This design comes from an exercise in tuning for small area, a short achievable clock period and few clock cycles per item on the open sky130 flow, not from production work. The RTL was checked by simulation tests, not by an equivalence proof against the original design. No activity file was given, so power comes from the tool's default toggle rates.

Setup of quartz:
Design fe_divsqrt, start of the top module:
module fe_divsqrt (
    input  wire        clk,
    input  wire        rst,       
    input  wire        start,
    input  wire        op,        
    input  wire [47:0] a,
    input  wire [47:0] b,
    input  wire [4:0]  ra,
    input  wire [4:0]  rb,
    output wire        ready,
    output reg         done,
    output wire [47:0] y,
    output wire [4:0]  ry,
    output reg         divz,
    output reg         sqneg,
    output reg         sat,
    output reg         rerr
);
    function [4:0] k_sub;
        input [4:0] r;
        begin
            k_sub = (r <= 5'd27) ? (5'd27 - r) : (5'd27 + 5'd31 - r);
        end
    endfunction
    function [4:0] k_add;
        input [4:0] r;
        begin
            k_add = (r <= 5'd2) ? (r + 5'd28) : (r - 5'd3);
        end
    endfunction
    localparam [1:0] S_IDLE = 2'd0, S_PREP = 2'd1, S_RUN = 2'd2, S_FIX = 2'd3;
    reg  [1:0]  st;
    reg  [1:0]  ph;            
    reg         op_r;
    reg         a_neg;
    reg         q_neg;
    reg         cin;
    reg  [4:0]  ka, kb;        
    reg  [4:0]  rs, rc;        
    reg         tsel;          
    reg  [6:0]  cnt;           
    reg         lead;          
    reg         ovf;           
    reg         f47;           
    reg         nzlow;         
    reg  [4:0]  acc;           
    reg         ysel_q;        
    reg         ysel_d;        
    reg         ycv;           
    reg         ycv47;         
    reg  [46:0] R;             
    reg  [47:0] Q, D;
    assign ready = (st == S_IDLE);
    wire   idle  = (st == S_IDLE);
    wire   run   = (st == S_RUN);
    wire [47:0] C = {R[0], Q[47:1]};
    reg  [47:0] pre;
    integer k, l;
    always @(*) begin
        pre = C;
        for (l = 0; l < 6; l = l + 1)
  ...
For scale: roughly 2100 cells after synthesis, roughly 200 flip-flops, roughly 170 I/O pins, roughly 17000 µm² of cells after synthesis.
export LEC_CHECK = 0
export CAP_MARGIN = 20
export CORE_MARGIN = 2
export CORE_UTILIZATION = 40
export GPL_TIMING_DRIVEN = 1
export PLACE_DENSITY = 0.6
export SETUP_SLACK_MARGIN = 5
export SLEW_MARGIN = 20
create_clock -name core_clock -period 10.5 [get_ports {clk}]
standard.sh (not shown) runs the stock make flow with config.mk's settings and CLKGATE_MAP_FILE= SYNTH_SCRIPT=/design/flow/synth_recipe.tcl, a recipe that flattens the netlist after the stock synthesis.
==> flow/flow/run.sh <==
#!/bin/bash
set -euo pipefail
bash standard.sh SETUP_SLACK_MARGIN=6.5 finish > flow_make.log 2>&1
Per the final summary, quartz finished and its layout is clean on timing, DRC and antenna.
Testbench counts of quartz, summed over its fixed seeds: cycles 95,212, items 3,200.
Here is what was changed in the inputs of ember compared with quartz.
# quartz
export LEC_CHECK = 0
export CAP_MARGIN = 20
export CORE_MARGIN = 2
export CORE_UTILIZATION = 40
export GPL_TIMING_DRIVEN = 1
export PLACE_DENSITY = 0.6
export SETUP_SLACK_MARGIN = 5
export SLEW_MARGIN = 20
create_clock -name core_clock -period 10.5 [get_ports {clk}]
# ember
export LEC_CHECK = 0
export CAP_MARGIN = 20
export CORE_MARGIN = 2
export CORE_UTILIZATION = 50
export PLACE_DENSITY = 0.65
export SETUP_SLACK_MARGIN = 5
export SLEW_MARGIN = 20
create_clock -name core_clock -period 10.5 [get_ports {clk}]
### Flow results
Relative to quartz, clock share of power decreased by 1.1 points in ember. Fraction of area in clock buffers and inverters (ember over quartz): decrease, 0.42 points. Compared with quartz, largest driver fanout on the critical path in ember decreased by more than half. The higher detailed route wirelength on metal3 came out of ember.
Edits applied to the flow inputs when going from ember to yarrow:
# ember
export LEC_CHECK = 0
export CAP_MARGIN = 20
export CORE_MARGIN = 2
export CORE_UTILIZATION = 50
export PLACE_DENSITY = 0.65
export SETUP_SLACK_MARGIN = 5
export SLEW_MARGIN = 20
create_clock -name core_clock -period 10.5 [get_ports {clk}]
# yarrow
export LEC_CHECK = 0
export CAP_MARGIN = 20
export CORE_MARGIN = 2
export CORE_UTILIZATION = 40
export PLACE_DENSITY = 0.6
export SETUP_SLACK_MARGIN = 5
export SLEW_MARGIN = 20
create_clock -name core_clock -period 10.5 [get_ports {clk}]
==> flow/flow/run.sh <==
#!/bin/bash
set -euo pipefail
bash standard.sh SETUP_SLACK_MARGIN=6.75 finish > flow_make.log 2>&1
Notes after the runs:
Comparing yarrow against ember, there is no change at all in number of hold violations in the final report. Comparing worst endpoint data arrival time for yarrow and ember, the bigger number came from ember. Clock-cell share of area was higher in yarrow than in ember. Cell count: yarrow higher than ember. Diff ember -> yarrow: switching power share of the total shows no meaningful change; setup slack increased by 0.15 ns relative to the old numbers.

-- re-timing with driven ports --
Ports are ideal in the flow. The routed layouts listed here were re-timed in OpenROAD. Step 1 sets driving cells, clkbuf_16 on the clock port and buf_2 on the other inputs (assumed; they add their load-dependent delay and slew). Step 2 also shifts input and output timing later by t, the mid clock arrival at the registers, as if the neighbouring blocks saw the same clock. Slacks: ideal ports / drivers / drivers and shift; pairs: ideal ports / drivers.
run | t (ns) | setup slack, ns | worst register clock-pin slew, ns
quartz | 0.526 | 6.452 / 6.388 / 6.266 | 0.09 / 0.09
ember | 0.524 | 6.360 / 6.302 / 6.282 | 0.08 / 0.08
yarrow | 0.537 | 6.507 / 6.451 / 6.313 | 0.09 / 0.09
After both steps setup and hold are still met in every run listed. For yarrow, which loses most, drivers alone change the setup slack by -0.056 ns; drivers and shift together by -0.194 ns.
